Context: an optimization exercise on an open-source flow, tuned for small area, a short achievable clock period and few clock cycles per item. The choices shown serve that exercise and are no tape-out recipe. Function was checked by simulation only, so behaviour that the tests miss may differ from the original.

JK:
## winnow_key
module winnow_key (
    input  wire        clk,
    input  wire        rst,
    input  wire        req_valid,
    output wire        req_ready,
    input  wire [31:0] req_period,
    input  wire [9:0]  req_n_inst,
    input  wire [15:0] req_i_pred,
    input  wire        req_pol,
    input  wire [15:0] req_p_sw,
    input  wire [7:0]  req_k_th,
    input  wire [7:0]  req_th_code,
    input  wire        cell_valid,
    output wire        cell_ready,
    input  wire        cell_last,
    input  wire [15:0] cell_vcap,
    input  wire [18:0] cell_tau,
    input  wire [23:0] cell_cgain,
    input  wire [7:0]  cell_temp,
    input  wire        cell_ins,
    input  wire [9:0]  cell_pos,
    output reg         out_valid,
    output reg         out_last,
    output reg  [33:0] out_ck
);
Settings: LEC_CHECK=0, ABC_AREA=1, CAP_MARGIN=20, CORE_MARGIN=2, CORE_UTILIZATION=55, CTS_CLUSTER_DIAMETER=100, CTS_CLUSTER_SIZE=24, SLEW_MARGIN=20; clock period 25.0 ns.
standard.sh (not shown) runs the stock make flow with config.mk's settings and CLKGATE_MAP_FILE= SYNTH_SCRIPT=/design/flow/synth_recipe.tcl, a recipe that flattens the netlist after the stock synthesis.
==> flow/flow/run.sh <==
#!/bin/bash
set -euo pipefail
here=$(pwd)
bash standard.sh "BUFFER_PORTS_ARGS=-buffer_cell sky130_fd_sc_hd__buf_4" \
    "POST_GLOBAL_PLACE_TCL=$here/flow/input_buffers.tcl" finish > flow_make.log 2>&1
==> flow/flow/input_buffers.tcl <==
# After global placement: the standard flow has buffered every port with
# sky130_fd_sc_hd__buf_4 (BUFFER_PORTS_ARGS in run.sh); the inputs have timing
# slack, so their buffers are made sky130_fd_sc_hd__buf_1. The output buffers,
# which drive the output load, stay buf_4.
set n 0
foreach inst [get_cells input*] {
  if { [get_property $inst ref_name] == "sky130_fd_sc_hd__buf_4" } {
    replace_cell $inst sky130_fd_sc_hd__buf_1
    incr n
  }
}
puts "input port buffers made sky130_fd_sc_hd__buf_1: $n"
JK did not stop at any stage, and its layout met the timing, DRC and antenna checks.
Testbench counts of JK, summed over its fixed seeds: cycles 12,040, items 11,512.
Modified inputs, MS compared to JK
Settings: swapping 55 for 70 in CORE_UTILIZATION.
Findings:
The higher overall die height came out of JK. Highest achievable clock rate delta (MS -> JK): insignificant. The final layout from MS, which completed every stage, passed the timing, DRC and antenna checks at the end of the flow. [compare] base=JK new=MS: cell area lost about 0.7%; total overflow reported by the global router was more or less identical. What MS reported for total routed wirelength has to be multiplied by 1.06 to get the figure for JK.
The following lists how AL was set up differently from MS:
Settings: CTS_CLUSTER_DIAMETER removed (was 100); CTS_CLUSTER_SIZE removed (was 24); CORE_UTILIZATION changed from 70 to 40.
[summary]
Changes observed in AL relative to MS: area growth from synthesis to layout climbed 3.7 points; global-route usage dropped 13 points.
Delta (AL minus MS): critical path depth lost 20, layout clock buffer count now larger.
The higher final period demand of the worst path of MS and AL is in MS.
AL falls short of MS in hold slack.
The critical path start-end classification comes out reg -> reg in one run and reg -> out in the other, namely in MS and AL respectively.
Going from MS to AL, worst setup slack increased by 0.034 ns relative to the old numbers.
> inputs changed (AL -> TR)
Settings: CTS_CLUSTER_DIAMETER now 80, previously not set; CTS_CLUSTER_SIZE now 32, previously not set.
[summary]
In TR the global-route wire length before repair turned out 0.75% lower than in AL. Going from AL to TR, worst hold slack climbed 0.0082 ns; total routed wirelength dropped about 0.9%; worst clock skew on the final layout dropped 0.0046 ns; via count of the first global-routing pass dropped 0.68%.

---

== main ==
winnow_key, a different RTL version from the one above (not shown whole).
Size: roughly 5300 cells after synthesis, about 45000 um^2 of cells after synthesis.
Design winnow_key, start of the top module:
module winnow_key (
    input  wire        clk,
    input  wire        rst,
    input  wire        req_valid,
    output wire        req_ready,
    input  wire [31:0] req_period,
    input  wire [9:0]  req_n_inst,
    input  wire [15:0] req_i_pred,
    input  wire        req_pol,
    input  wire [15:0] req_p_sw,
    input  wire [7:0]  req_k_th,
    input  wire [7:0]  req_th_code,
    input  wire        cell_valid,
    output wire        cell_ready,
    input  wire        cell_last,
    input  wire [15:0] cell_vcap,
    input  wire [18:0] cell_tau,
    input  wire [23:0] cell_cgain,
    input  wire [7:0]  cell_temp,
    input  wire        cell_ins,
    input  wire [9:0]  cell_pos,
    output reg         out_valid,
    output reg         out_last,
    output reg  [33:0] out_ck
);
clock: 25.0 ns
lec_check: 0
abc_area: 1
cap_margin: 20
core_margin: 2
core_utilization: 40
cts_cluster_diameter: 100
cts_cluster_size: 24
slew_margin: 20
==> flow/flow/run.sh <==
#!/bin/bash
set -euo pipefail
here=$(pwd)
bash standard.sh DONT_BUFFER_PORTS=1 "PRE_GLOBAL_PLACE_TCL=$here/flow/buffer_ports.tcl" finish > flow_make.log 2>&1
==> flow/flow/buffer_ports.tcl <==
# Port buffers: a small buffer on each input (the inputs have slack) and a
# strong one on each output (each drives the 0.01 pF output load).
buffer_ports -inputs -buffer_cell sky130_fd_sc_hd__buf_1
buffer_ports -outputs -buffer_cell sky130_fd_sc_hd__buf_4
Testbench counts of main, summed over its fixed seeds: cycles 12,040, items 11,512.
Here is what was changed in the inputs of the feature branch compared with main.
==> flow/flow/run.sh <==
#!/bin/bash
set -euo pipefail
here=$(pwd)
bash standard.sh "BUFFER_PORTS_ARGS=-buffer_cell sky130_fd_sc_hd__buf_4" \
    "POST_GLOBAL_PLACE_TCL=$here/flow/input_buffers.tcl" finish > flow_make.log 2>&1
==> flow/flow/input_buffers.tcl (new file) <==
# After global placement: the standard flow has buffered every port with
# sky130_fd_sc_hd__buf_4 (BUFFER_PORTS_ARGS in run.sh); the inputs have timing
# slack, so their buffers are made sky130_fd_sc_hd__buf_1. The output buffers,
# which drive the output load, stay buf_4.
set n 0
foreach inst [get_cells input*] {
  if { [get_property $inst ref_name] == "sky130_fd_sc_hd__buf_4" } {
    replace_cell $inst sky130_fd_sc_hd__buf_1
    incr n
  }
}
puts "input port buffers made sky130_fd_sc_hd__buf_1: $n"
removed: flow/flow/buffer_ports.tcl
Findings:
The feature branch ends up with higher cell area than main does. Max share of the final layout cell area in sequential cells across main and the feature branch: main. Reported for main and the feature branch, height of the chip turned out identical to the last digit. On clock network latency to the later pin of the worst-skew pair, main and the feature branch are neck and neck. Final critical-path share of the clock period: the feature branch higher than main. Min number of cells on the worst reg-to-reg path across main and the feature branch: the feature branch. In the tables for main and the feature branch, global-route usage reads higher with main.

-- what the ideal ports hide --
In the flow no input, the clock included, has a driving cell. The finished layouts below were timed again as built, in two steps.
Step 1 sets driving cells, clkbuf_16 on the clock port and buf_2 on the other inputs (assumed; they add their load-dependent delay and slew).
Step 2 also shifts input and output timing later by t, the mid clock arrival at the registers, as if the neighbouring blocks saw the same clock.
Three values: ideal ports, drivers, drivers and shift; two values: the first two.
| run | t (ns) | setup slack, ns | worst setup path after step 2 | latest minus earliest clock arrival (ns) | pins driven straight from the clock port |
|---|---|---|---|---|---|
| JK | 0.697 | 18.866 / 18.798 / 18.979 | input to register | 0.039 / 0.039 | 1 |
| MS | 0.675 | 18.868 / 18.856 / 18.859 | input to register | 0.035 / 0.035 | 1 |
| AL | 0.707 | 18.902 / 18.834 / 18.914 | register to register | 0.047 / 0.048 | 1 |
| TR | 0.725 | 18.858 / 18.791 / 18.906 | register to register | 0.045 / 0.044 | 1 |
| main | 0.704 | 18.900 / 18.834 / 19.121 | register to register | 0.047 / 0.047 | 1 |
| the feature branch | 0.694 | 18.812 / 18.745 / 18.997 | input to register | 0.079 / 0.079 | 1 |
After both steps every run listed still meets setup and hold. The setup slack of MS, which loses most, moves by -0.012 ns with the drivers and by -0.009 ns with both steps.
